Source: an optimization exercise on an open RTL-to-GDS flow (aim: small area). Production flows keep margins and buffers that such runs may drop. In this exercise RTL edits were held to simulation tests only and were not proved equivalent to the original.

<file path="design/flow/config.mk">
export PLATFORM = sky130hd
export DESIGN_NAME = m_long_unit
export DESIGN_NICKNAME = m_long_unit
export VERILOG_FILES = /design/flow/design.v
export SDC_FILE = /design/flow/constraint.sdc
export NUM_CORES = 4
export LEC_CHECK = 0
export ABC_AREA = 1
export CAP_MARGIN = 20
export CORE_MARGIN = 2
export CORE_UTILIZATION = 45
export PLACE_DENSITY = 0.55
export SLEW_MARGIN = 20
</file>
<file path="design/flow/constraint.sdc">
create_clock -name core_clock -period 16.0 [get_ports {clk}]
set_input_delay 3.2000 -clock core_clock [delete_from_list [all_inputs] [get_ports {clk}]]
set_output_delay 3.2000 -clock core_clock [all_outputs]
set_load 0.01 [all_outputs]
</file>
<file path="design/flow/design.v">
module m_long_unit (
    input  wire        clk,
    input  wire        rst,         
    input  wire        issue,
    input  wire [1:0]  op,
    input  wire [63:0] a,
    input  wire [63:0] b,
    input  wire        dvs_we,      
    input  wire [8:0]  dvs_wdata,
    output wire        ready,
    output reg         done,
    output reg  [63:0] qt,
    output reg  [63:0] rm,
    output reg         rd_we,
    output reg  [63:0] rd_data,
    output wire [8:0]  dvs,
    output reg         fault,
    output reg  [1:0]  fault_cause
);
    function [6:0] lzc64(input [63:0] x);
        reg [63:0] v0;
        reg [31:0] v1; reg [31:0] c1;
        reg [15:0] v2; reg [31:0] c2;
        reg [7:0]  v3; reg [23:0] c3;
        reg [3:0]  v4; reg [15:0] c4;
        reg [1:0]  v5; reg [9:0]  c5;
        integer i;
        begin
            v0 = x;
            for (i = 0; i < 32; i = i + 1) begin
                v1[i] = v0[2*i+1] | v0[2*i];
                c1[i] = !v0[2*i+1];
            end
            for (i = 0; i < 16; i = i + 1) begin
                v2[i] = v1[2*i+1] | v1[2*i];
                c2[2*i +: 2] = v1[2*i+1] ? {1'b0, c1[2*i+1]} : {1'b1, c1[2*i]};
            end
            for (i = 0; i < 8; i = i + 1) begin
                v3[i] = v2[2*i+1] | v2[2*i];
                c3[3*i +: 3] = v2[2*i+1] ? {1'b0, c2[2*(2*i+1) +: 2]} : {1'b1, c2[2*(2*i) +: 2]};
            end
            for (i = 0; i < 4; i = i + 1) begin
                v4[i] = v3[2*i+1] | v3[2*i];
                c4[4*i +: 4] = v3[2*i+1] ? {1'b0, c3[3*(2*i+1) +: 3]} : {1'b1, c3[3*(2*i) +: 3]};
            end
            for (i = 0; i < 2; i = i + 1) begin
                v5[i] = v4[2*i+1] | v4[2*i];
                c5[5*i +: 5] = v4[2*i+1] ? {1'b0, c4[4*(2*i+1) +: 4]} : {1'b1, c4[4*(2*i) +: 4]};
            end
            if (!(v5[1] | v5[0]))
                lzc64 = 7'd64;
            else
                lzc64 = v5[1] ? {2'b00, c5[9:5]} : {2'b01, c5[4:0]};
        end
    endfunction
    function [63:0] cneg(input [63:0] x, input s);
        reg o;
        integer i;
        begin
            o = 1'b0;
            for (i = 0; i < 64; i = i + 1) begin
                cneg[i] = x[i] ^ (s & o);
                o = o | x[i];
            end
        end
    endfunction
    reg        busy;
    reg        dz, ov, dinv, dcy, dzt;
    reg  [5:0] cnt;                  
    assign dvs   = {dzt, 3'b000, dcy, dinv, ov, dz, busy};
    assign ready = !busy || (cnt == 6'd0);
    wire accept  = issue && ready;
    wire finish  = busy && (cnt == 6'd0);
    wire mtdvs   = dvs_we && ready && !issue;
    wire is_div = !op[1];
    wire sgn    = (op == 2'd1);
    wire        na = sgn && a[63];
    wire        nb = sgn && b[63];
    wire [63:0] ax = a ^ {64{na}};       
    wire [63:0] bx = b ^ {64{nb}};
    wire [63:0] n  = cneg(a, na);
    wire pa = na && !(|(ax[63:1] & ~ax[62:0]));
    wire pb = nb && !(|(bx[63:1] & ~bx[62:0]));
    wire [6:0] lz_a = lzc64(ax);
    wire [6:0] lz_b = lzc64(bx);
    wire [7:0] q_raw = {1'b0, lz_b} - {1'b0, lz_a} + {7'd0, pa} - {7'd0, pb} + 8'd1;
    wire [6:0] q     = q_raw[7] ? 7'd0 : q_raw[6:0];
    wire       bzero = (b == 64'd0);
    wire [4:0] s4    = (q + 7'd3) >> 2;           
    reg  [3:0] wsel;
    reg  [4:0] c3;
    integer u, mm, kk, lo, hi, best, bsel;
    always @* begin
        wsel = 4'd0;
        c3   = 5'd0;
        for (u = 1; u < 64; u = u + 1) begin
            best = 99;
            bsel = 0;
            lo   = 3 * ((u + 2) / 3);
            hi   = 15 + 3 * ((u + 3) / 4);
            if (hi > 63) hi = 63;
            for (mm = 0; mm < 16; mm = mm + 1) begin
                kk = (mm % 2) * 6 + ((mm / 2) % 2) * 12 + ((mm / 4) % 2) * 15 + ((mm / 8) % 2) * 42;
                if (kk >= lo && kk <= hi && kk < best) begin
                    best = kk;
                    bsel = mm;
                end
            end
            if (q == u) begin
                wsel = bsel[3:0];
                c3   = best / 3;
            end
        end
    end
    wire       divs  = is_div && !bzero;
    wire       q64   = divs && q[6];
    wire [3:0] ws    = divs ? wsel : 4'd0;
    wire [4:0] cs    = divs ? c3 : 5'd0;
    wire [63:0] r1 = ws[0] ? {n[5:0],   n[63:6]}   : n;
    wire [63:0] r2 = ws[1] ? {r1[11:0], r1[63:12]} : r1;
    wire [63:0] r3 = ws[2] ? {r2[14:0], r2[63:15]} : r2;
    wire [63:0] rot = ws[3] ? {r3[41:0], r3[63:42]} : r3;
    wire [63:0] l1 = ws[0] ? 64'hFFFF_FFFF_FFFF_FFFF >> 6 : 64'hFFFF_FFFF_FFFF_FFFF;
    wire [63:0] l2 = ws[1] ? l1 >> 12 : l1;
    wire [63:0] l3 = ws[2] ? l2 >> 15 : l2;
    wire [63:0] lm = q64 ? 64'd0 : (ws[3] ? l3 >> 42 : l3);
    reg [5:0] lat;
    always @* begin
        if (is_div)
            lat = bzero ? 6'd6 : 6'd6 + {1'b0, s4};
        else
            lat = 6'd10;                 
    end
    reg        r_div, r_na, r_negq, r_bzero, r_bad, r_sub, r_dzt, r_ci, r_ov;
    reg [4:0]  r_m;                  
    reg [63:0] rr;                   
    reg [63:0] nq;                   
    reg [63:0] dd;                   
    reg        dec_c;
    reg [4:0]  sleft;                
    wire [63:0] rs [0:3];
    wire [2:0]  qd;
    assign rs[0] = rr;
    genvar gk;
    generate
        for (gk = 0; gk < 3; gk = gk + 1) begin : g_st
            div_step u_st (.rin(rs[gk]), .nb(nq[63-gk]), .dd(dd), .ci(r_ci),
                           .rout(rs[gk+1]), .q(qd[2-gk]));
        end
    endgenerate
    reg  [7:0]  pair_sum;
    reg         pair_c;
    reg  [4:0]  ds;
    reg  [3:0]  bd;
    integer m;
    always @* begin
        pair_c = dec_c;
        for (m = 0; m < 2; m = m + 1) begin
            bd = r_sub ? (4'd9 - ~dd[4*m +: 4]) : ~dd[4*m +: 4];
            ds = {1'b0, rr[4*m +: 4]} + {1'b0, bd} + {4'd0, pair_c};
            if (ds > 5'd9) begin
                ds     = ds - 5'd10;
                pair_c = 1'b1;
            end else begin
                pair_c = 1'b0;
            end
            pair_sum[4*m +: 4] = ds[3:0];
        end
    end
    wire step = (sleft != 5'd0);
    wire [7:0] da = rr[7:0];
    wire [7:0] db = ~dd[7:0];
    wire       pbad = (da[3] & (da[2] | da[1])) | (da[7] & (da[6] | da[5])) |
                      (db[3] & (db[2] | db[1])) | (db[7] & (db[6] | db[5]));
    wire [4:0] pos  = 5'd16 - {sleft[3:0], 1'b0};       
    wire [4:0] m_nx = (|da[7:4] | |db[7:4]) ? pos + 5'd2 :
                      (|da[3:0] | |db[3:0]) ? pos + 5'd1 : r_m;
    wire       b_nx = r_bad | pbad;
    always @(posedge clk) begin
        if (rst) begin
            busy        <= 1'b0;
            cnt         <= 6'd0;
            sleft       <= 5'd0;
            done        <= 1'b0;
            rd_we       <= 1'b0;
            fault       <= 1'b0;
            fault_cause <= 2'd0;
            qt          <= 64'd0;
            rm          <= 64'd0;
            rd_data     <= 64'd0;
            dz          <= 1'b0;
            ov          <= 1'b0;
            dinv        <= 1'b0;
            dcy         <= 1'b0;
            dzt         <= 1'b0;
        end else begin
            done  <= 1'b0;
            rd_we <= 1'b0;
            fault <= 1'b0;
            if (busy && cnt != 6'd0)
                cnt <= cnt - 6'd1;
            if (step && !r_div && sleft == 5'd1 && !b_nx)
                cnt <= {m_nx, 1'b1};
            if (step)
                sleft <= sleft - 5'd1;
            if (finish) begin
                busy <= 1'b0;
                done <= 1'b1;
                if (r_div) begin
                    qt <= cneg(nq, r_negq);
                    if (r_bzero) begin
                        dz <= 1'b1;
                        if (r_dzt) begin
                            fault       <= 1'b1;
                            fault_cause <= 2'd1;
                        end
                    end
                    if (r_ov)
                        ov <= 1'b1;
                    rm <= cneg(rr, r_na);
                end else begin
                    if (r_bad) begin
                        dinv        <= 1'b1;
                        fault       <= 1'b1;
                        fault_cause <= 2'd2;
                    end else begin
                        rd_data <= rr;
                        rd_we   <= 1'b1;
                        dcy     <= r_sub ? !dec_c : dec_c;
                    end
                end
            end
            if (mtdvs) begin
                dz   <= dvs_wdata[1];
                ov   <= dvs_wdata[2];
                dinv <= dvs_wdata[3];
                dcy  <= dvs_wdata[4];
                dzt  <= dvs_wdata[8];
            end
            if (accept) begin
                busy    <= 1'b1;
                cnt     <= lat - 6'd1;
                sleft   <= is_div ? cs : 5'd8;
            end
        end
    end
    always @(posedge clk) begin
        if (accept) begin
            r_div   <= is_div;
            r_sub   <= op[0];
            r_na    <= na;
            r_negq  <= (na ^ nb) | bzero;
            r_bzero <= bzero;
            r_bad   <= 1'b0;
            r_m     <= 5'd0;
            r_ov    <= q64 && na && nb;
            r_dzt   <= dzt;
            r_ci    <= !nb;
            rr      <= rot & lm;
            nq      <= (rot & ~lm) | {63'd0, bzero};
            dd      <= ~bx;
            dec_c   <= op[0];
        end else if (step) begin
            if (r_div) begin
                rr      <= rs[3];
                nq      <= {nq[60:0], qd};
            end else begin
                rr      <= {pair_sum, rr[63:8]};
                r_bad   <= b_nx;
                r_m     <= m_nx;
                dd      <= {8'hFF, dd[63:8]};
                dec_c   <= pair_c;
            end
        end
    end
endmodule
module bk65 (
    input  wire [64:0] p,
    input  wire [64:0] g,
    input  wire        cin,
    output wire [65:0] c
);
    wire [65*14-1:0] gu;
    wire [65*14-1:0] pu;
    assign gu[64:0] = {g[64:1], g[0] | (p[0] & cin)};
    assign pu[64:0] = p;
    genvar l, i;
    generate
        for (l = 0; l < 7; l = l + 1) begin : g_up
            for (i = 0; i < 65; i = i + 1) begin : g_b
                if (((i + 1) % (2 << l)) == 0) begin : g_n
                    assign gu[65*(l+1)+i] = gu[65*l+i] | (pu[65*l+i] & gu[65*l+i-(1<<l)]);
                    assign pu[65*(l+1)+i] = pu[65*l+i] & pu[65*l+i-(1<<l)];
                end else begin : g_w
                    assign gu[65*(l+1)+i] = gu[65*l+i];
                    assign pu[65*(l+1)+i] = pu[65*l+i];
                end
            end
        end
        for (l = 5; l >= 0; l = l - 1) begin : g_dn
            for (i = 0; i < 65; i = i + 1) begin : g_b
                if (i >= (3 << l) - 1 && ((i + 1 - (3 << l)) % (2 << l)) == 0) begin : g_n
                    assign gu[65*(13-l)+i] = gu[65*(12-l)+i] | (pu[65*(12-l)+i] & gu[65*(12-l)+i-(1<<l)]);
                    assign pu[65*(13-l)+i] = pu[65*(12-l)+i] & pu[65*(12-l)+i-(1<<l)];
                end else begin : g_w
                    assign gu[65*(13-l)+i] = gu[65*(12-l)+i];
                    assign pu[65*(13-l)+i] = pu[65*(12-l)+i];
                end
            end
        end
    endgenerate
    assign c = {gu[65*13 +: 65], cin};
endmodule
module div_step (
    input  wire [63:0] rin,
    input  wire        nb,
    input  wire [63:0] dd,
    input  wire        ci,
    output wire [63:0] rout,
    output wire        q
);
    wire [64:0] x = {rin, nb};
    wire [64:0] p = x ^ {1'b1, dd};
    wire [64:0] g = x & {1'b1, dd};
    wire [65:0] c;
    bk65 u_bk (.p(p), .g(g), .cin(ci), .c(c));
    assign q    = c[65];
    assign rout = q ? (p[63:0] ^ c[63:0]) : x[63:0];
endmodule
</file>
<file path="design/flow/flow/run.sh">
#!/bin/bash
set -euo pipefail
bash standard.sh "BUFFER_PORTS_ARGS=-buffer_cell sky130_fd_sc_hd__buf_1" finish > standard_make.log 2>&1
</file>
<file path="design/flow/standard.sh">
#!/bin/bash
# synth_recipe.tcl (not shown) runs the flow's synth.tcl, then flattens the netlist and writes it again
# the make line also repeats each setting of config.mk as NAME=value (left out here)
make -C /OpenROAD-flow-scripts/flow DESIGN_CONFIG=/design/flow/config.mk WORK_HOME=/design/flow/orfs CLKGATE_MAP_FILE= SYNTH_SCRIPT=/design/flow/synth_recipe.tcl "${@:-finish}"
</file>
==> out/summary.txt, run 1 <==
outcome: timing/DRC/antenna clean
Final Util: 0.520
die area: 0.0871 mm²
grt total ovfl: 0
CP max-delay cell: edfxtp_1
setup ws final: 1070 ps
Yosys reg bits: 421
reg2reg start: dd[0]
asr flop ratio synth: 0
GR met3 Demand/Resource: 0.0383
first-pass GRT wire length: 224 mm
synthesized area per cell: 7.13 µm²
largest area contributor in the synthesized netlist: edfxtp_1
WHS: 462 ps
Placer Congestion: 1.02
Mapped Area: 0.0382 mm²
fmax: 67.0 MHz
Distinct cells, synth: 66
Critical Path Max Stage Delay: 440 ps
Worst Path Required: 16,350 ps
layout cells sized above 1: 0.0827
Place WS: -495 ps
Initial Util: 0.455
critical path fanouts, max: 12
filler instances: 8,594
die width: 295 µm
Synth Flop Type: dfxtp_1
# clock sinks: 421
Crit path buffers/inverters: 19
slew margin rel.: 0.171
Clock Latency Late Sink: 620 ps
Cells after Synth: 5,353
Arr. time, crit path: 15,270 ps
Worst Tran Pin Value: 1240 ps
Crit. Startpoint: dd[0]
Die Y: 295 µm
CP Launch Type: register
fin crit share: 0.933
final hold violations: 0
Worst-path clk slew: 60 ps
Clock Skew: 25.2 ps
# IOs: 350
largest net degree at the start of global routing: 226
number of global-route vias before repair: 34.5k
Total Wirelength: 154 mm
share of Yosys cell area claimed by the top area cell type: 0.158
CTS tree: built
Core ar.: 0.0838 mm²
initial DRC count: 4,261
setup violators final: 0
met1 usage: 0.531
GR Util All Layers: 0.344
Clock Path Buffers: 3
antenna violations before repair: 10
Post-synth EDFFs: 201
# rows: 106
Crit. End Element: register
drt drc: 0
Hold Path Origin: dz
most crowded layer after global routing: met1
Crit path top cell by count: nand2_1
Layout area overhead: 14.2%
Final ANT Viol Nets: 0
DR vias: 38.7k
WL/cell: 22.3 µm
max-cap viol count: 0
synth top area cells: edfxtp_1 (16%), dfxtp_1 (12%), nand2_1 (11%), o21ai_0 (7.6%), ha_1 (7.3%)
Pre-Repair DR Iteration Count: 6
sequential share of the synthesized area: 0.274
PortBufs: 342
Top delay family on crit path: compound AO/OA/AOI/OAI gates
DP HPWL: 124 mm
CP Class: reg2reg
Nets: 6,189
fin crit period: 14,930 ps
worst hold path type: reg2reg
total number of yosys warnings: 1
routed vias/inst: 5.62
met2 usage: 0.489
Slew Limit Fails: 0
root buffer selected by CTS: clkbuf_16
total CTS buffers: 50
Max H-tree Level: 2
Setup TNS Final: 0 ps
-- area by class of cell --
class	instances	area [µm²]	share of cell area
Multi-Input combinational cell	3980	24400	0.559
Sequential cell	421	10400	0.240
Timing Repair Buffer	550	2980	0.0684
Inverter	713	2690	0.0617
Clock buffer	73	1490	0.0342
Tap cell	1134	1420	0.0326
Clock inverter	20	186	0.00428
Antenna cell	4	10.0	0.000230
-- worst reg2reg max path: cells and delay by family (launching register included) --
| kind | cells | cell delay [ps] |
|---|---|---|
| AO/OA/AOI/OAI | 37 | 6530 |
| flip-flops | 1 | 440 |
| AND/OR/NAND/NOR | 48 | 4230 |
| adder cells (fa/ha/maj) | 4 | 1210 |
| buffers and inverters | 19 | 2230 |
-- metal layers --
metal	wire length [µm]	vias to the layer above
li1	-	18700
met1	73000	18200
met2	61600	1582
met3	12900	207
met4	6020	2
met5	20	-
-- cell families (layout without fill, tap and decap cells) --
kind of cell    count (synthesis)  after routing  share of synthesized area
compound gates               1268           1268                      0.194
xor+xnor                      274            274                     0.0629
fa+ha+maj                     330            330                      0.129
buf+inv                       955           1356                     0.0968
flops                         421            421                      0.274
mux                            30             30                    0.00787
other cells                     1              7                  0.0000983
simple gates                 2074           2075                      0.235
-- sequential cells by signal, summed over array words and instances, names as in the netlist, 2 cells and up --
name         cells
dd              64
nq              64
qt              64
rd_data         64
rm              64
rr              64
cnt              6
r_m              5
sleft            5
fault_cause      2
-- cell usage after synthesis, drive strengths merged, types with 39 or more instances --
| cell | number |
|---|---|
| dfxtp | 220 |
| edfxtp | 201 |
| or2 | 39 |
| nand2 | 1109 |
| nor2 | 491 |
| a21oi | 281 |
| o211ai | 124 |
| buf | 69 |
| xor2 | 173 |
| o221ai | 73 |
| inv | 708 |
| clkbuf | 173 |
| xnor2 | 101 |
| nand3 | 288 |
| nor3 | 40 |
| ha | 224 |
| o21ai | 608 |
| nand4 | 66 |
| fa | 106 |
-- path summary, 6_finish.rpt --
check / endpoint / slack (ps) / cells past startpoint
worst min register to register: dz / 460 / 2
worst max-delay path: rr[39] / 1070 / 108
worst max register to register: rr[39] / 1070 / 108
worst min-delay path: dz / 460 / 2
-- what timing repair did --
item                       4_1_cts  5_1_grt
resized for setup                9       63
pin swaps                        0       28
hold buffers                     0        0
setup buffers                    0       10
setup endpoints to repair       65       65
cloned                           0        1
-- placed cells by master (no fill, tap or decap), types with 11 or more instances in the layout --
cell and instances:
nor4_1 34, xnor2_1 101, o22ai_1 19, a21oi_1 272
dfxtp_1 220, a221oi_1 28, clkbuf_16 53, nand2_2 21
o21ai_0 570, nor3_1 38, nor2_4 26, nand3_1 279
a31oi_1 29, mux2i_1 30, nand2_1 1087, a21o_1 27
buf_4 194, or2_2 37, o21a_1 12, o211ai_1 124
o221ai_1 73, nand4_1 50, fa_1 105, nor2_1 436
nor2_2 29, edfxtp_1 201, buf_1 341, o21bai_1 21
ha_1 224, clkbuf_1 11, inv_1 700, o21ai_1 29
xor2_1 173
-- stage by stage --
step / instance area [µm²] / std cells
2_1_floorplan: 38200 / 5355
3_3_place_gp: 41500 / 6787
3_5_place_dp: 41500 / 6787
4_1_cts: 43300 / 6880
5_1_grt: 43600 / 6891
6_report: 43600 / 6895
==> run 2: changes to the inputs <==
--- a/design/flow/config.mk
+++ b/design/flow/config.mk
@@ -8,6 +8,6 @@
 export ABC_AREA = 1
 export CAP_MARGIN = 20
 export CORE_MARGIN = 2
-export CORE_UTILIZATION = 45
-export PLACE_DENSITY = 0.55
+export CORE_UTILIZATION = 50
+export PLACE_DENSITY = 0.6
 export SLEW_MARGIN = 20
==> out/summary.txt, run 2 <==
outcome: timing/DRC/antenna clean
Placer Congestion: 1.05
Die Y: 280 µm
Initial Util: 0.504
Cell Count Post-Placement: 6,636
Synth Flop Type: dfxtp_1
first-pass GRT wire length: 218 mm
Pre-Repair DR Iteration Count: 6
routed vias/inst: 5.81
setup violators final: 0
initial DRC count: 4,491
critical path fanouts, max: 19
DP HPWL: 119 mm
WHS: 463 ps
hold-fix buffer count after cts: 0
largest net degree at the start of global routing: 140
fin crit period: 14,730 ps
Finished Layout Cells: 6,739
Hold Path Depth: 2
Mapped Area: 0.0382 mm²
DP Area: 0.0413 mm²
# rows: 101
Arr. time, crit path: 15,070 ps
# IOs: 350
top-count cell post-synth: nand2_1
Yosys reg bits: 421
Final ANT Viol Nets: 0
Worst Tran Pin Value: 1290 ps
Worst R2R Setup Slack: 1270 ps
PortBufs: 342
max-cap viol count: 0
fin crit share: 0.921
Distinct cells, synth: 66
Crit path top cell by count: nand2_1
grt total ovfl: 0
Clock Latency Late Sink: 620 ps
Layout area overhead: 13.7%
sequential share of the synthesized area: 0.274
total CTS buffers: 49
Clock Skew: 28.0 ps
WL/cell: 22.1 µm
GR Util All Layers: 0.368
total number of yosys warnings: 1
Total Wirelength: 149 mm
layout cells sized above 1: 0.0838
Slew Limit Fails: 0
die area: 0.0785 mm²
asr flop ratio synth: 0
most frequent cells in the layout: nand2_1 (1,088), inv_1 (701), o21ai_0 (572)
Max H-tree Level: 2
largest area contributor in the synthesized netlist: edfxtp_1
Critical Path Max Stage Delay: 440 ps
die width: 280 µm
most common cell after layout, fill and taps aside: nand2_1
DR vias: 39.2k
drt drc: 0
top cells by count, synth: nand2_1 (1,098), inv_1 (703), o21ai_0 (582)
root buffer selected by CTS: clkbuf_16
Clock Path Buffers: 3
# clock sinks: 421
# diodes: 0
Cells after Synth: 5,353
slew margin rel.: 0.138
R2R depth: 109
CP max-delay cell: edfxtp_1
worst hold path type: reg2reg
Setup TNS Final: 0 ps
CP Launch Type: register
Worst Path Required: 16,340 ps
Core ar.: 0.0757 mm²
Post-synth EDFFs: 201
CP Class: reg2reg
fmax: 67.9 MHz
CTS tree: built
share of Yosys cell area claimed by the top area cell type: 0.158
final hold violations: 0
synth top area cells: edfxtp_1 (16%), dfxtp_1 (12%), nand2_1 (11%), o21ai_0 (7.6%), ha_1 (7.3%)
Crit. End Element: register
Nets: 6,196
antenna violations before repair: 8
synthesized area per cell: 7.13 µm²
number of global-route vias before repair: 34.7k
fin area: 0.0434 mm²
Worst-path clk slew: 60 ps
-- run 2: cell counts after synthesis --
Identical to the previous run, type by type.
-- run 2: worst paths after layout --
path                            start      to
worst max-delay path            dd[0]  rr[63]
worst min-delay path               dz      dz
worst max register to register  dd[0]  rr[63]
worst min register to register     dz      dz
-- run 2: cells by family after synthesis --
logic type / synth area share
and+or+nand+nor: 0.235
AOI/OAI and AO/OA: 0.194
buffers and inverters: 0.0968
DFF: 0.274
adders and majority gates: 0.129
xor gates and xnor gates: 0.0629
muxes: 0.00787
other: 0.0000983
-- run 2: cell type report --
class                      count  area, µm²
clock buffer                  69       1450
clock inverter                20        220
fill                        7435      32300
inverter                     713       2680
multi-input combinational   3980      24400
sequential                   421      10400
tap                          978       1220
timing repair buffer         558       3000
-- run 2: repair_timing --
item	in CTS	in global routing
setup endpoints to repair	65	65
buffers inserted	0	13
pin swaps	0	18
resized for setup	6	61
cloned	0	1
-- run 2: critical path: cells and delay by family, from the launching register on --
kind                       cells  cell delay, ps
xor gates and xnor gates       1             140
DFF                            1             440
buffers and inverters         16            1860
AOI/OAI and AO/OA             35            5290
adders and majority gates      5            1630
and+or+nand+nor               52            4980
-- run 2: per-stage QoR --
| stage | utilization | worst slack, ps |
|---|---|---|
| after floorplan | - | 1020 |
| after global placement | 0.546 | -263 |
| after detailed placement | 0.546 | -353 |
| after CTS | 0.569 | 7.63 |
| after global routing | 0.573 | -54.5 |
| final | 0.573 | 1270 |
-- run 2: layer usage --
layer | share of wire | vias to the layer above | routed length, µm | GRT usage
met1 | 0.45 | 18400 | 67100 | 0.549
met2 | 0.40 | 1796 | 59600 | 0.519
met5 | 0.00025 | - | 37 | 0
met3 | 0.10 | 251 | 15000 | 0.0682
met4 | 0.047 | 6 | 6970 | 0.148
li1 | - | 18700 | - | -
==> run 3: changes to the inputs <==
--- a/design/flow/config.mk
+++ b/design/flow/config.mk
@@ -6,8 +6,8 @@
 export NUM_CORES = 4
 export LEC_CHECK = 0
 export ABC_AREA = 1
-export CAP_MARGIN = 20
+export CAP_MARGIN = 5
 export CORE_MARGIN = 2
 export CORE_UTILIZATION = 50
 export PLACE_DENSITY = 0.6
-export SLEW_MARGIN = 20
+export SLEW_MARGIN = 5
==> out/summary.txt, run 3 <==
Distinct cells, synth: 66
CP Launch Type: register
PortBufs: 342
asr flop ratio synth: 0
fin crit period: 14,730 ps
critical path fanouts, max: 19
Yosys reg bits: 421
number of global-route vias before repair: 34.7k
fin crit share: 0.921
grt total ovfl: 0
largest area contributor in the synthesized netlist: edfxtp_1
outcome: timing/DRC/antenna clean
most common cell after layout, fill and taps aside: nand2_1
first-pass GRT wire length: 218 mm
Total Wirelength: 149 mm
total CTS buffers: 49
largest family of logic cells by synthesized area: simple AND/OR/NAND/NOR gates
max-cap viol count: 0
CTS tree: built
Post-synth EDFFs: 201
top-count cell post-synth: nand2_1
share of Yosys cell area claimed by the top area cell type: 0.158
root buffer selected by CTS: clkbuf_16
largest net degree at the start of global routing: 140
Worst Path Required: 16,340 ps
Max H-tree Level: 2
Finished Layout Cells: 6,739
Worst Tran Pin Value: 1290 ps
Synth Area in Compound Gates: 0.194
Worst R2R Setup Slack: 1270 ps
Crit. End Element: register
Critical Path Max Stage Delay: 440 ps
WL/cell: 22.1 µm
synth top area cells: edfxtp_1 (16%), dfxtp_1 (12%), nand2_1 (11%), o21ai_0 (7.6%), ha_1 (7.3%)
endpoint of the worst hold path: dz
Clock Latency Late Sink: 620 ps
drt drc: 0
Layout area overhead: 13.7%
mux share of post-synthesis cell area: 0.00787
fmax: 67.9 MHz
routed vias/inst: 5.81
Core ar.: 0.0757 mm²
Worst-path clk slew: 60 ps
R2R Path End: rr[63]
# clock sinks: 421
Clock Skew: 28.0 ps
Synth Area in Adders: 0.129
Hold Path Origin: dz
Cell Count Post-Placement: 6,636
CP Class: reg2reg
Cells after Synth: 5,353
most frequent cells in the layout: nand2_1 (1,088), inv_1 (701), o21ai_0 (572)
slew margin rel.: 0.138
Synth Flop Type: dfxtp_1
simple-gate share of the synthesized area: 0.235
Crit path top cell by count: nand2_1
initial DRC count: 4,491
R2R depth: 109
# diodes: 0
Slew Limit Fails: 0
Die Y: 280 µm
setup violators final: 0
Final ANT Viol Nets: 0
CP max-delay cell: edfxtp_1
# IOs: 350
die width: 280 µm
DP HPWL: 119 mm
Clock Path Buffers: 3
Mapped Area: 0.0382 mm²
die area: 0.0785 mm²
# rows: 101
Pre-Repair DR Iteration Count: 6
total number of yosys warnings: 1
worst hold path type: reg2reg
hold-fix buffer count after cts: 0
Nets: 6,196
Arr. time, crit path: 15,070 ps
sequential share of the synthesized area: 0.274
Initial Util: 0.504
final hold violations: 0
Hold Path Depth: 2
layout cells sized above 1: 0.0838
antenna violations before repair: 8
reg2reg start: dd[0]
top cells by count, synth: nand2_1 (1,098), inv_1 (703), o21ai_0 (582)
Placer Congestion: 1.05
WHS: 463 ps
GR Util All Layers: 0.368
xor/xnor share of the synthesized area: 0.0629
synthesized area per cell: 7.13 µm²
DR vias: 39.2k
-- run 3: metrics by stage --
stage               worst slack (ps)   util  area (µm²)  setup TNS, ps
CTS                             7.63  0.569       43000              0
floorplan                       1020      -       38200              0
global route                   -54.5  0.573       43400           -282
finish                          1270  0.573       43400              0
detailed placement              -353  0.546       41300         -12630
global placement                -263  0.546       41300          -6820
-- run 3: timing repair --
action,4_1_cts,5_1_grt
endpoints found under the setup margin,65,65
endpoints found under the hold margin,0,0
setup buffers,0,13
resized for setup,6,61
gates cloned,0,1
pin swaps,0,18
-- run 3: cell type report --
cell class	instances	area [µm²]
clock buffer	69	1450
clock inverter	20	220
fill	7435	32300
inverter	713	2680
multi-input combinational	3980	24400
sequential	421	10400
tap	978	1220
timing repair buffer	558	3000
-- run 3: cells by family after synthesis --
family,after synthesis
AOI/OAI and AO/OA,1268
xor gates and xnor gates,274
adders and majority gates,330
buffers and inverters,955
DFF,421
muxes,30
other,1
and+or+nand+nor,2074
-- run 3: worst max path at each step --
stage | start | slack, ps | end
2_1_floorplan | dd[0] | 1020 | rr[61]
3_3_place_gp | dd[0] | -260 | rr[39]
3_5_place_dp | dd[0] | -350 | rr[39]
4_1_cts | dd[0] | 8 | rr[39]
5_1_grt | dd[0] | -50 | rr[61]
6_report | dd[0] | 1270 | rr[63]
-- run 3: metal layers --
metal  track usage  up-vias  routed length (µm)
li1              -    18700                   -
met3        0.0682      251               15000
met2         0.519     1796               59600
met1         0.549    18400               67100
met4         0.148        6                6970
met5             0        -                  37
-- run 3: worst max-delay path: cells and delay by family, from the launching register on --
kind,cells,cell delay [ps]
and+or+nand+nor,52,4980
adders and majority gates,5,1630
DFF,1,440
AOI/OAI and AO/OA,35,5290
buffers and inverters,16,1860
xor gates and xnor gates,1,140
==> run 4: changes to the inputs <==
==> design/flow/config.mk (replaced) <==
export PLATFORM = sky130hd
export DESIGN_NAME = m_long_unit
export DESIGN_NICKNAME = m_long_unit
export VERILOG_FILES = /design/flow/design.v
export SDC_FILE = /design/flow/constraint.sdc
export NUM_CORES = 4
export LEC_CHECK = 0
export ABC_AREA = 1
export CAP_MARGIN = 20
export CORE_MARGIN = 2
export CORE_UTILIZATION = 60
export CTS_BUF_LIST = sky130_fd_sc_hd__clkbuf_8
export CTS_CLUSTER_SIZE = 30
export PLACE_DENSITY = 0.7
export SLEW_MARGIN = 20
==> out/summary.txt, run 4 <==
Total Wirelength: 149 mm
# clock sinks: 421
GR Util All Layers: 0.436
Critical Path Max Stage Delay: 460 ps
Worst Tran Pin Value: 1170 ps
drt drc: 0
synth top area cells: edfxtp_1 (16%), dfxtp_1 (12%), nand2_1 (11%), o21ai_0 (7.6%), ha_1 (7.3%)
total CTS buffers: 71
filler instances: 5,447
share of Yosys cell area claimed by the top area cell type: 0.158
Clock Latency Late Sink: 690 ps
Place WS: -238 ps
total number of yosys warnings: 1
Top delay family on crit path: compound AO/OA/AOI/OAI gates
Clock Path Buffers: 3
worst hold path type: reg2reg
synthesized area per cell: 7.13 µm²
outcome: timing/DRC/antenna clean
Max H-tree Level: 3
largest net degree at the start of global routing: 226
Finished Layout Cells: 6,638
Crit path top cell by count: nand2_1
Hold Path Origin: dz
Crit. End Element: register
Core ar.: 0.0630 mm²
endpoint of the worst hold path: dz
Worst R2R Setup Slack: 670 ps
fmax: 65.2 MHz
slew margin rel.: 0.221
Clock Skew: 37.8 ps
PortBufs: 342
critical path fanouts, max: 18
die width: 256 µm
Nets: 6,207
Yosys reg bits: 421
fin crit period: 15,330 ps
number of global-route vias before repair: 36.5k
routed vias/inst: 6.15
Worst Path Required: 16,420 ps
die area: 0.0656 mm²
Cell Count Post-Placement: 6,501
final hold violations: 0
WHS: 482 ps
R2R Path End: rr[15]
layout cells sized above 1: 0.0828
sequential share of the synthesized area: 0.274
CP max-delay cell: edfxtp_1
largest area contributor in the synthesized netlist: edfxtp_1
Placer Congestion: 1.04
asr flop ratio synth: 0
Mapped Area: 0.0382 mm²
fin crit share: 0.958
Cells after Synth: 5,353
initial DRC count: 6,362
Slew Limit Fails: 0
most frequent cells in the layout: nand2_1 (1,091), inv_1 (723), o21ai_0 (574)
max-cap viol count: 0
setup violators final: 0
DR vias: 40.8k
WL/cell: 22.4 µm
CP Class: reg2reg
Distinct cells, synth: 66
reg2reg start: dd[0]
# rows: 92
Setup TNS Final: 0 ps
antenna violations before repair: 13
most common cell after layout, fill and taps aside: nand2_1
DP HPWL: 117 mm
Arr. time, crit path: 15,750 ps
top-count cell post-synth: nand2_1
CTS tree: built
Worst-path clk slew: 60 ps
Final ANT Viol Nets: 0
Hold Path Depth: 2
R2R depth: 105
top cells by count, synth: nand2_1 (1,098), inv_1 (703), o21ai_0 (582)
Initial Util: 0.606
setup ws final: 671 ps
Die Y: 256 µm
first-pass GRT wire length: 219 mm
Synth Flop Type: dfxtp_1
Layout area overhead: 12.1%
grt total ovfl: 0
Pre-Repair DR Iteration Count: 14
root buffer selected by CTS: clkbuf_8
Crit path buffers/inverters: 16
# IOs: 350
CP Launch Type: register
Post-synth EDFFs: 201
-- run 4: cell counts after synthesis --
Identical to the previous run, type by type.
-- run 4: per-stage QoR --
stage               instance area [µm²]  utilization
floorplan                         38200            -
global placement                  41200        0.654
detailed placement                41200        0.654
CTS                               42600        0.676
global route                      42800        0.679
finish                            42800        0.680
-- run 4: per-layer routing --
layer	global-route usage	vias to the layer above	routed length, µm
met1	0.605	18900	58500
met5	0	-	66
met3	0.113	380	20700
met4	0.205	10	7750
met2	0.631	2726	61700
li1	-	18800	-
-- run 4: timing repair --
action | CTS | global route
resized for setup | 4 | 50
cloned | 0 | 2
setup endpoints to repair | 55 | 65
pin swaps | 0 | 11
setup buffers | 0 | 4
hold buffers | 0 | 0
-- run 4: how the worst max path moves through the flow --
stage	from	endpoint	slack [ps]	depth (start not counted)
floorplan	dd[0]	rr[61]	1020	110
finish	dd[0]	rr[15]	670	105
detailed placement	dd[0]	rr[15]	-240	105
CTS	dd[0]	rr[63]	50	104
global route	dd[0]	rr[61]	-220	109
global placement	dd[0]	rr[61]	180	107
-- run 4: kinds of logic after synthesis --
group / synth area share
other: 0.0000983
adder cells (fa/ha/maj): 0.129
AO/OA/AOI/OAI: 0.194
flip-flops: 0.274
multiplexers: 0.00787
AND/OR/NAND/NOR: 0.235
XOR/XNOR: 0.0629
buffers and inverters: 0.0968
-- run 4: layout make-up --
class                      instances  area, µm²  area share
timing repair buffer             547       2910      0.0680
inverter                         713       2680      0.0627
tap                              846       1060      0.0247
antenna                            4       10.0    0.000234
multi-input combinational       3980      24300       0.568
clock buffer                      77       1060      0.0248
clock inverter                    50        313     0.00731
sequential                       421      10400       0.244
-- run 4: worst reg2reg max path, delay by kind of cell, from the launching register on --
kind	cells	cell delay (ps)
AO/OA/AOI/OAI	36	6540
adder cells (fa/ha/maj)	4	1230
buffers and inverters	16	2160
flip-flops	1	460
AND/OR/NAND/NOR	49	4730
==> run 5: changes to the inputs <==
--- a/design/flow/config.mk
+++ b/design/flow/config.mk
@@ -8,8 +8,9 @@
 export ABC_AREA = 1
 export CAP_MARGIN = 20
 export CORE_MARGIN = 2
-export CORE_UTILIZATION = 60
+export CORE_UTILIZATION = 55
 export CTS_BUF_LIST = sky130_fd_sc_hd__clkbuf_8
 export CTS_CLUSTER_SIZE = 30
-export PLACE_DENSITY = 0.7
+export GPL_ROUTABILITY_DRIVEN = 0
+export PLACE_DENSITY = 0.65
 export SLEW_MARGIN = 20
==> out/summary.txt, run 5 <==
WL/cell: 21.4 µm
Crit. Startpoint: dd[0]
largest area contributor in the synthesized netlist: edfxtp_1
slew margin rel.: 0.0566
Final ANT Viol Nets: 0
CP Class: reg2reg
Clock Path Buffers: 3
synthesized area per cell: 7.13 µm²
initial DRC count: 5,100
most frequent cells in the layout: nand2_1 (1,088), inv_1 (725), o21ai_0 (571)
fin crit period: 15,030 ps
Die Y: 267 µm
Critical Path Max Stage Delay: 460 ps
Hold Path Depth: 2
setup ws final: 971 ps
first-pass GRT wire length: 212 mm
routed vias/inst: 5.88
Initial Util: 0.556
Pre-Repair DR Iteration Count: 8
# IOs: 350
CP Launch Type: register
Worst Tran Pin Value: 1420 ps
Distinct cells, synth: 66
total number of yosys warnings: 1
Post-synth EDFFs: 201
Worst Path Required: 16,420 ps
critical path fanouts, max: 41
max-cap viol count: 0
Setup crit end: rr[61]
synth top area cells: edfxtp_1 (16%), dfxtp_1 (12%), nand2_1 (11%), o21ai_0 (7.6%), ha_1 (7.3%)
Clock Skew: 49.2 ps
Clock Latency Late Sink: 700 ps
fmax: 66.5 MHz
R2R Path End: rr[61]
number of global-route vias before repair: 35.1k
Mapped Area: 0.0382 mm²
top cells by count, synth: nand2_1 (1,098), inv_1 (703), o21ai_0 (582)
WHS: 468 ps
Cells after Synth: 5,353
die area: 0.0715 mm²
share of Yosys cell area claimed by the top area cell type: 0.158
Worst-path clk slew: 70 ps
# clock sinks: 421
CTS tree: built
die width: 267 µm
reg2reg start: dd[0]
Core ar.: 0.0686 mm²
sequential share of the synthesized area: 0.274
grt total ovfl: 0
DP HPWL: 114 mm
Place WS: -515 ps
DR vias: 39.6k
antenna violations before repair: 10
final hold violations: 0
Synth Flop Type: dfxtp_1
Crit path top cell by count: nand2_1
Worst R2R Setup Slack: 970 ps
CP max-delay cell: edfxtp_1
Total Wirelength: 144 mm
layout cells sized above 1: 0.0869
Yosys reg bits: 421
Layout area overhead: 13.1%
hold-fix buffer count after cts: 0
outcome: timing/DRC/antenna clean
# rows: 96
total CTS buffers: 77
root buffer selected by CTS: clkbuf_8
largest net degree at the start of global routing: 120
Max H-tree Level: 3
R2R depth: 112
fin crit share: 0.939
GR Util All Layers: 0.394
PortBufs: 342
asr flop ratio synth: 0
Cell Count Post-Placement: 6,581
Crit. End Element: register
filler instances: 6,656
drt drc: 0
top-count cell post-synth: nand2_1
Hold Path Origin: ov
most common cell after layout, fill and taps aside: nand2_1
worst hold path type: reg2reg
Nets: 6,215
Arr. time, crit path: 15,450 ps
setup violators final: 0
Finished Layout Cells: 6,742
Slew Limit Fails: 0
## run 5: cell counts after synthesis
Identical to the previous run, type by type.
## run 5: critical path, delay by kind of cell, from the launching register on
family	cells	cell delay [ps]
flip-flops	1	460
AND/OR/NAND/NOR	49	4450
AO/OA/AOI/OAI	37	5910
buffers and inverters	22	2790
adder cells (fa/ha/maj)	4	1090
## run 5: repair_timing
item                                   in CTS  in global routing
cloned                                      0                  2
buffers inserted                            0                 10
pin swaps                                   0                 22
resized for setup                           9                 62
endpoints found under the hold margin       0                  0
setup endpoints to repair                  65                 65
## run 5: worst min-delay path by stage
stage | end | slack, ps
3_5_place_dp | ov | 460
6_report | ov | 470
2_1_floorplan | r_dzt | 430
4_1_cts | ov | 460
3_3_place_gp | ov | 450
5_1_grt | ov | 490
## run 5: cell type report
cell class / count / area, µm² / area share
clock buffers: 94 / 1290 / 0.0300
well taps: 931 / 1160 / 0.0270
repair buffers: 549 / 2960 / 0.0685
inverters: 713 / 2680 / 0.0622
diodes: 8 / 20.0 / 0.000464
multi-input cells: 3980 / 24400 / 0.565
flip-flops and latches: 421 / 10400 / 0.242
clock inverters: 46 / 220 / 0.00510
## run 5: logic make-up (layout without fill, tap and decap cells)
| family | Yosys count | after routing | synth area share |
|---|---|---|---|
| multiplexers | 30 | 30 | 0.00787 |
| adder cells (fa/ha/maj) | 330 | 330 | 0.129 |
| flip-flops | 421 | 421 | 0.274 |
| other | 1 | 11 | 0.0000983 |
| buffers and inverters | 955 | 1402 | 0.0968 |
| AND/OR/NAND/NOR | 2074 | 2075 | 0.235 |
| XOR/XNOR | 274 | 274 | 0.0629 |
| AO/OA/AOI/OAI | 1268 | 1268 | 0.194 |
## run 5: per-stage QoR
stage	TNS (ps)	area, µm²	util
after CTS	0	42800	0.624
final	0	43200	0.629
after global placement	-3780	41200	0.601
after global routing	-157	43100	0.629
after detailed placement	-20260	41200	0.601
after floorplan	0	38200	-
## run 5: metal layers
layer / track usage / part of all wire / vias up / wire length, µm
met1: 0.565 / 0.42 / 18400 / 61200
met4: 0.175 / 0.049 / 2 / 7140
met5: 0 / 0.000090 / - / 13
li1: - / - / 18800 / -
met3: 0.112 / 0.13 / 312 / 18900
met2: 0.545 / 0.40 / 2137 / 57200
==> run 6: changes to the inputs <==
--- a/design/flow/config.mk
+++ b/design/flow/config.mk
@@ -11,6 +11,5 @@
 export CORE_UTILIZATION = 55
 export CTS_BUF_LIST = sky130_fd_sc_hd__clkbuf_8
 export CTS_CLUSTER_SIZE = 30
-export GPL_ROUTABILITY_DRIVEN = 0
 export PLACE_DENSITY = 0.65
 export SLEW_MARGIN = 20
==> out/summary.txt, run 6 <==
outcome: timing/DRC/antenna clean
total number of yosys warnings: 1
largest family of logic cells by synthesized area: simple AND/OR/NAND/NOR gates
Final ANT Viol Nets: 0
Setup crit end: rr[39]
CP max-delay cell: edfxtp_1
R2R depth: 107
Distinct cells, synth: 66
largest net degree at the start of global routing: 121
# clock sinks: 421
DR vias: 39.5k
Placer Congestion: 1.03
asr flop ratio synth: 0
total CTS buffers: 72
layout cells sized above 1: 0.0763
PortBufs: 342
largest area contributor in the synthesized netlist: edfxtp_1
die area: 0.0715 mm²
routed vias/inst: 5.90
reg2reg start: dd[0]
Max H-tree Level: 3
Core ar.: 0.0686 mm²
Worst R2R Setup Slack: 1100 ps
xor/xnor share of the synthesized area: 0.0629
Final Util: 0.621
fin area: 0.0426 mm²
Top delay family on crit path: compound AO/OA/AOI/OAI gates
GR Util All Layers: 0.398
first-pass GRT wire length: 213 mm
Clock Path Buffers: 3
fin crit period: 14,900 ps
root buffer selected by CTS: clkbuf_8
area of the multi-input gates: 0.0243 mm²
Die Y: 267 µm
Synth Area in Adders: 0.129
die width: 267 µm
max-cap viol count: 0
CP Launch Type: register
hold-fix buffer count after cts: 0
fin crit share: 0.932
sequential share of the synthesized area: 0.274
setup violators final: 0
# IOs: 350
top-count cell post-synth: nand2_1
Synth Flop Type: dfxtp_1
Layout area overhead: 11.6%
DP Area: 0.0410 mm²
DP HPWL: 116 mm
Crit path top cell by count: nand2_1
Worst Tran Pin Value: 1390 ps
worst hold path type: reg2reg
grt total ovfl: 0
slew margin rel.: 0.0717
Crit. Startpoint: dd[0]
Mapped Area: 0.0382 mm²
Nets: 6,170
CP Class: reg2reg
Slew Limit Fails: 0
Clock Skew: 34.6 ps
Total Wirelength: 146 mm
# rows: 96
Synth Area in Compound Gates: 0.194
Yosys reg bits: 421
Clock Latency Late Sink: 680 ps
top cells by count, synth: nand2_1 (1,098), inv_1 (703), o21ai_0 (582)
number of global-route vias before repair: 34.7k
most common cell after layout, fill and taps aside: nand2_1
Post-synth EDFFs: 201
Arr. time, crit path: 15,310 ps
R2R Path End: rr[39]
mux share of post-synthesis cell area: 0.00787
synth top area cells: edfxtp_1 (16%), dfxtp_1 (12%), nand2_1 (11%), o21ai_0 (7.6%), ha_1 (7.3%)
final hold violations: 0
drt drc: 0
cell count along the critical path: 107
Initial Util: 0.556
CTS tree: built
Critical Path Max Stage Delay: 470 ps
filler instances: 6,499
Pre-Repair DR Iteration Count: 8
Storage cell area: 0.0104 mm²
antenna violations before repair: 10
synthesized area per cell: 7.13 µm²
Cells after Synth: 5,353
simple-gate share of the synthesized area: 0.235
initial DRC count: 5,190
Crit path buffers/inverters: 14
Worst-path clk slew: 60 ps
Worst Path Required: 16,410 ps
most frequent cells in the layout: nand2_1 (1,092), inv_1 (723), o21ai_0 (571)
fmax: 67.1 MHz
Crit. End Element: register
share of Yosys cell area claimed by the top area cell type: 0.158
WL/cell: 21.8 µm
RSZ-0062 raised after global routing: no
critical path fanouts, max: 17
-- run 6: cell counts after synthesis --
No cell type changed its count.
-- run 6: metrics by stage --
stage | setup WS (ps) | setup TNS, ps | cells | hold WS [ps]
finish | 1100 | 0 | 6687 | 470
global route | 30.8 | 0 | 6685 | 502
CTS | 110 | 0 | 6675 | 467
detailed placement | -126 | -476 | 6546 | 457
global placement | 158 | 0 | 6546 | 452
floorplan | 1020 | 0 | 5355 | 432
-- run 6: area by class of cell --
cell class / count / area share
Multi-Input combinational cell: 3980 / 0.570
Sequential cell: 421 / 0.245
Inverter: 713 / 0.0630
Timing Repair Buffer: 509 / 0.0610
Tap cell: 931 / 0.0273
Clock buffer: 81 / 0.0262
Clock inverter: 48 / 0.00749
Antenna cell: 4 / 0.000235
-- run 6: how the worst min path moves through the flow --
stage               start  endpoint  slack [ps]  cells after the start
CTS                    ov        ov         470                      2
global route           ov        ov         500                      2
detailed placement     ov        ov         460                      2
finish                 ov        ov         470                      2
floorplan             dzt     r_dzt         430                      0
global placement       ov        ov         450                      2
-- run 6: worst register-to-register path, delay by kind of cell (launching register included) --
| kind | cells | cell delay, ps |
|---|---|---|
| compound gates | 36 | 6010 |
| fa+ha+maj | 4 | 1310 |
| buf+inv | 14 | 1700 |
| flops | 1 | 470 |
| simple gates | 53 | 5120 |
-- run 6: what timing repair did --
action	4_1_cts	5_1_grt
setup buffers	0	7
pin swaps	0	8
resized for setup	4	38
endpoints found under the setup margin	14	65
cloned	0	1
-- run 6: routing by layer --
metal,part of all wire,vias to the layer above,track usage
met5,0.000096,-,0
met4,0.050,4,0.187
met3,0.12,290,0.0755
met2,0.40,2116,0.557
met1,0.43,18400,0.585
li1,-,18700,-
-- run 6: kinds of logic (layout without fill, tap and decap cells) --
| logic type | count (synthesis) | in the layout |
|---|---|---|
| AND/OR/NAND/NOR | 2074 | 2075 |
| adder cells (fa/ha/maj) | 330 | 330 |
| XOR/XNOR | 274 | 274 |
| AO/OA/AOI/OAI | 1268 | 1268 |
| multiplexers | 30 | 30 |
| buffers and inverters | 955 | 1351 |
| other | 1 | 7 |
| flip-flops | 421 | 421 |
==> run 7: changes to the inputs <==
--- a/design/flow/config.mk
+++ b/design/flow/config.mk
@@ -10,6 +10,6 @@
 export CORE_MARGIN = 2
 export CORE_UTILIZATION = 55
 export CTS_BUF_LIST = sky130_fd_sc_hd__clkbuf_8
-export CTS_CLUSTER_SIZE = 30
+export CTS_CLUSTER_SIZE = 40
 export PLACE_DENSITY = 0.65
 export SLEW_MARGIN = 20
==> out/summary.txt, run 7 <==
Worst Tran Pin Value: 1390 ps
routed vias/inst: 5.90
# IOs: 350
Top delay family on crit path: compound AO/OA/AOI/OAI gates
Finished Layout Cells: 6,687
root buffer selected by CTS: clkbuf_8
CP Launch Type: register
fin crit period: 14,900 ps
Cells after Synth: 5,353
initial DRC count: 5,190
Clock Skew: 34.6 ps
fin area: 0.0426 mm²
CTS tree: built
Worst Path Required: 16,410 ps
Crit. End Element: register
WL/cell: 21.8 µm
fin crit share: 0.932
Clock Latency Late Sink: 680 ps
share of Yosys cell area claimed by the top area cell type: 0.158
total number of yosys warnings: 1
grt total ovfl: 0
final hold violations: 0
setup violators final: 0
layout cells sized above 1: 0.0763
hold-fix buffer count after cts: 0
outcome: timing/DRC/antenna clean
# clock sinks: 421
Place WS: -126 ps
Die Y: 267 µm
Worst-path clk slew: 60 ps
most common cell after layout, fill and taps aside: nand2_1
GR Util All Layers: 0.398
first-pass GRT wire length: 213 mm
die width: 267 µm
RSZ-0062 raised after global routing: no
DP HPWL: 116 mm
Placer Congestion: 1.03
Mapped Area: 0.0382 mm²
Pre-Repair DR Iteration Count: 8
fmax: 67.1 MHz
worst hold path type: reg2reg
asr flop ratio synth: 0
top cells by count, synth: nand2_1 (1,098), inv_1 (703), o21ai_0 (582)
DP Area: 0.0410 mm²
drt drc: 0
CP max-delay cell: edfxtp_1
Slew Limit Fails: 0
Crit path buffers/inverters: 14
slew margin rel.: 0.0717
most frequent cells in the layout: nand2_1 (1,092), inv_1 (723), o21ai_0 (571)
sequential share of the synthesized area: 0.274
Layout area overhead: 11.6%
Yosys reg bits: 421
synthesized area per cell: 7.13 µm²
Cell Count Post-Placement: 6,546
Synth Flop Type: dfxtp_1
Critical Path Max Stage Delay: 470 ps
largest net degree at the start of global routing: 121
Clock Path Buffers: 3
max-cap viol count: 0
Final ANT Viol Nets: 0
Crit path top cell by count: nand2_1
DR vias: 39.5k
largest area contributor in the synthesized netlist: edfxtp_1
Nets: 6,170
Max H-tree Level: 3
setup ws final: 1100 ps
Worst R2R Setup Slack: 1100 ps
die area: 0.0715 mm²
critical path fanouts, max: 17
total CTS buffers: 72
top-count cell post-synth: nand2_1
antenna violations before repair: 10
Hold Path Depth: 2
Post-synth EDFFs: 201
Core ar.: 0.0686 mm²
# rows: 96
Total Wirelength: 146 mm
PortBufs: 342
Initial Util: 0.556
Arr. time, crit path: 15,310 ps
R2R depth: 107
synth top area cells: edfxtp_1 (16%), dfxtp_1 (12%), nand2_1 (11%), o21ai_0 (7.6%), ha_1 (7.3%)
number of global-route vias before repair: 34.7k
CP Class: reg2reg
Distinct cells, synth: 66
cell count along the critical path: 107
[run 7: cell counts in the layout (fill, tap and decap cells not counted)]
No cell type changed its count.
[run 7: timing repair]
| item | in CTS | in global routing |
|---|---|---|
| pin swaps | 0 | 8 |
| buffers inserted | 0 | 7 |
| endpoints found under the setup margin | 14 | 65 |
| cloned | 0 | 1 |
| gates resized for setup | 4 | 38 |
[run 7: path summary, 6_finish.rpt]
check,startpoint,end
max,dd[0],rr[39]
max reg2reg,dd[0],rr[39]
min,ov,ov
min reg2reg,ov,ov
[run 7: worst register-to-register path, delay by kind of cell, from the launching register on]
family	cells	cell delay (ps)
adders and majority gates	4	1310
and+or+nand+nor	53	5120
AOI/OAI and AO/OA	36	6010
DFF	1	470
buffers and inverters	14	1700
[run 7: layout make-up]
class | count | area, µm²
Fill cell | 6499 | 26000
Multi-Input combinational cell | 3980 | 24300
Sequential cell | 421 | 10400
Inverter | 713 | 2680
Timing Repair Buffer | 509 | 2600
Tap cell | 931 | 1160
Clock buffer | 81 | 1110
Clock inverter | 48 | 319
Antenna cell | 4 | 10.0
[run 7: kinds of logic (layout without fill, tap and decap cells)]
group | Yosys count | count (layout) | synth area share
and+or+nand+nor | 2074 | 2075 | 0.235
muxes | 30 | 30 | 0.00787
adders and majority gates | 330 | 330 | 0.129
AOI/OAI and AO/OA | 1268 | 1268 | 0.194
buffers and inverters | 955 | 1351 | 0.0968
DFF | 421 | 421 | 0.274
other | 1 | 7 | 0.0000983
xor gates and xnor gates | 274 | 274 | 0.0629
[run 7: routing by layer]
layer	up-vias	part of all wire	track usage
met3	290	0.12	0.0755
met1	18400	0.43	0.585
met5	-	0.000096	0
met4	4	0.050	0.187
met2	2116	0.40	0.557
li1	18700	-	-
[run 7: metrics by stage]
stage,TNS [ps],util,hold WS [ps]
finish,0,0.621,470
global route,0,0.621,502
CTS,0,0.618,467
detailed placement,-476,0.597,457
global placement,0,0.597,452
floorplan,0,-,432
==> run 8: changes to the inputs <==
--- a/design/flow/config.mk
+++ b/design/flow/config.mk
@@ -9,7 +9,7 @@
 export CAP_MARGIN = 20
 export CORE_MARGIN = 2
 export CORE_UTILIZATION = 55
-export CTS_BUF_LIST = sky130_fd_sc_hd__clkbuf_8
-export CTS_CLUSTER_SIZE = 40
+export CTS_BUF_LIST = sky130_fd_sc_hd__clkbuf_16
+export CTS_CLUSTER_SIZE = 30
 export PLACE_DENSITY = 0.65
 export SLEW_MARGIN = 20
==> out/summary.txt, run 8 <==
Distinct cells, synth: 66
WL/cell: 22.0 µm
Synth Flop Type: dfxtp_1
CTS tree: built
# clock sinks: 421
Final ANT Viol Nets: 0
asr flop ratio synth: 0
CP Class: reg2reg
xor/xnor share of the synthesized area: 0.0629
reg2reg start: dd[0]
Layout area overhead: 12.0%
area of the multi-input gates: 0.0243 mm²
Nets: 6,145
sequential share of the synthesized area: 0.274
die width: 267 µm
filler instances: 6,400
Crit path top cell by count: nand2_1
largest net degree at the start of global routing: 121
Mapped Area: 0.0382 mm²
Storage cell area: 0.0104 mm²
# rows: 96
Max H-tree Level: 2
fin crit period: 14,920 ps
setup violators final: 0
routed vias/inst: 5.94
Synth Area in Adders: 0.129
initial DRC count: 5,080
slew margin rel.: 0.0940
fin area: 0.0427 mm²
total CTS buffers: 47
Slew Limit Fails: 0
top cells by count, synth: nand2_1 (1,098), inv_1 (703), o21ai_0 (582)
Die Y: 267 µm
final hold violations: 0
Arr. time, crit path: 15,250 ps
Clock Latency Late Sink: 610 ps
Core ar.: 0.0686 mm²
Worst-path clk slew: 70 ps
largest area contributor in the synthesized netlist: edfxtp_1
mux share of post-synthesis cell area: 0.00787
largest family of logic cells by synthesized area: simple AND/OR/NAND/NOR gates
total number of yosys warnings: 1
fin crit share: 0.933
GR Util All Layers: 0.397
Placer Congestion: 1.03
synth top area cells: edfxtp_1 (16%), dfxtp_1 (12%), nand2_1 (11%), o21ai_0 (7.6%), ha_1 (7.3%)
Post-synth EDFFs: 201
# IOs: 350
root buffer selected by CTS: clkbuf_16
Initial Util: 0.556
DP HPWL: 116 mm
Crit. Startpoint: dd[0]
DP Area: 0.0410 mm²
R2R Path End: rr[39]
setup ws final: 1080 ps
drt drc: 0
hold-fix buffer count after cts: 0
fmax: 67.0 MHz
most frequent cells in the layout: nand2_1 (1,092), inv_1 (706), o21ai_0 (571)
CP max-delay cell: edfxtp_1
Place WS: -126 ps
share of Yosys cell area claimed by the top area cell type: 0.158
Critical Path Max Stage Delay: 460 ps
Setup TNS Final: 0 ps
first-pass GRT wire length: 213 mm
worst hold path type: reg2reg
Crit. End Element: register
outcome: timing/DRC/antenna clean
Yosys reg bits: 421
Setup crit end: rr[39]
antenna violations before repair: 8
synthesized area per cell: 7.13 µm²
Worst R2R Setup Slack: 1080 ps
PortBufs: 342
DR vias: 39.4k
Total Wirelength: 146 mm
max-cap viol count: 0
Cells after Synth: 5,353
WHS: 471 ps
Clock Skew: 25.1 ps
most common cell after layout, fill and taps aside: nand2_1
top-count cell post-synth: nand2_1
layout cells sized above 1: 0.0718
critical path fanouts, max: 17
grt total ovfl: 0
die area: 0.0715 mm²
Pre-Repair DR Iteration Count: 6
Worst Path Required: 16,330 ps
Synth Area in Compound Gates: 0.194
R2R depth: 107
Hold Path Depth: 2
simple-gate share of the synthesized area: 0.235
Worst Tran Pin Value: 1360 ps
CP Launch Type: register
number of global-route vias before repair: 34.7k
Clock Path Buffers: 3
-- run 8: cell count changes in the layout (fill, tap and decap cells not counted), moves of 3 or more --
cell       delta
clkbuf_16    +49
inv_1        -17
clkbuf_8     -81
bufinv_16     +3
inv_8         -3
-- run 8: cell type report --
| class | instances | share of cell area |
|---|---|---|
| Timing Repair Buffer | 509 | 0.0608 |
| Sequential cell | 421 | 0.244 |
| Multi-Input combinational cell | 3980 | 0.568 |
| Clock buffer | 49 | 0.0287 |
| Antenna cell | 4 | 0.000234 |
| Tap cell | 931 | 0.0273 |
| Inverter | 713 | 0.0628 |
| Clock inverter | 38 | 0.00849 |
-- run 8: how the worst min path moves through the flow --
stage          startpoint  endpoint  slack (ps)
2_1_floorplan         dzt     r_dzt         430
3_3_place_gp           ov        ov         450
3_5_place_dp           ov        ov         460
4_1_cts                ov        ov         470
5_1_grt                ov        ov         500
6_report               ov        ov         470
-- run 8: repair_timing --
action / CTS / global route
endpoints found under the setup margin: 19 / 65
pin swaps: 0 / 8
setup buffers: 0 / 7
gates cloned: 0 / 1
resized for setup: 3 / 37
hold endpoints to repair: 0 / 0
-- run 8: layer usage --
layer / global-route usage / up-vias / routed length [µm]
li1: - / 18600 / -
met1: 0.583 / 18500 / 61900
met2: 0.566 / 2080 / 59700
met3: 0.0756 / 283 / 17500
met4: 0.169 / 4 / 6990
met5: 0 / - / 25
-- run 8: worst max-delay path: cells and delay by family, from the launching register on --
kind	cells	cell delay (ps)
fa+ha+maj	4	1180
buf+inv	15	1940
simple gates	52	4930
compound gates	36	6060
flops	1	460
-- run 8: cell families after synthesis --
family	Yosys count
AOI/OAI and AO/OA	1268
xor gates and xnor gates	274
adders and majority gates	330
buffers and inverters	955
DFF	421
muxes	30
other	1
and+or+nand+nor	2074
-- run 8: stage by stage --
stage,utilization,std cells
after floorplan,-,5355
after global placement,0.597,6546
after detailed placement,0.597,6546
after CTS,0.620,6633
after global routing,0.623,6642
final,0.623,6645

==> what the ideal ports hide <==
Ports are ideal in the flow. The routed layouts listed here were re-timed in OpenROAD.
Step 1 assumes that a clkbuf_16 drives the clock port and a buf_2 every other input.
Step 2 moves the port delays by t, midway between the first and last clock arrival at a register: inputs arrive t later, outputs are due t later. That takes back most of the time a late clock gives input paths.
Three values: no drivers, after step 1, after step 2; two values: the first two.
run	t (ns)	slack for setup (ns)	hold WS [ns]	worst setup path at the end	pins driven straight from the clock port
run 1	0.674	1.074 / 1.074 / 1.074	0.462 / 0.462 / 0.462	register to register	1
run 2	0.675	1.268 / 1.268 / 1.268	0.463 / 0.463 / 0.463	register to register	1
run 3	0.675	1.268 / 1.268 / 1.268	0.463 / 0.463 / 0.463	register to register	1
run 4	0.734	0.671 / 0.671 / 0.671	0.482 / 0.482 / 0.482	register to register	1
run 5	0.741	0.971 / 0.971 / 0.971	0.468 / 0.468 / 0.468	register to register	1
run 6	0.730	1.095 / 1.095 / 1.095	0.470 / 0.470 / 0.470	register to register	1
run 7	0.730	1.095 / 1.095 / 1.095	0.470 / 0.470 / 0.470	register to register	1
run 8	0.663	1.076 / 1.076 / 1.076	0.471 / 0.471 / 0.471	register to register	1
After both steps setup and hold are still met in every run listed.
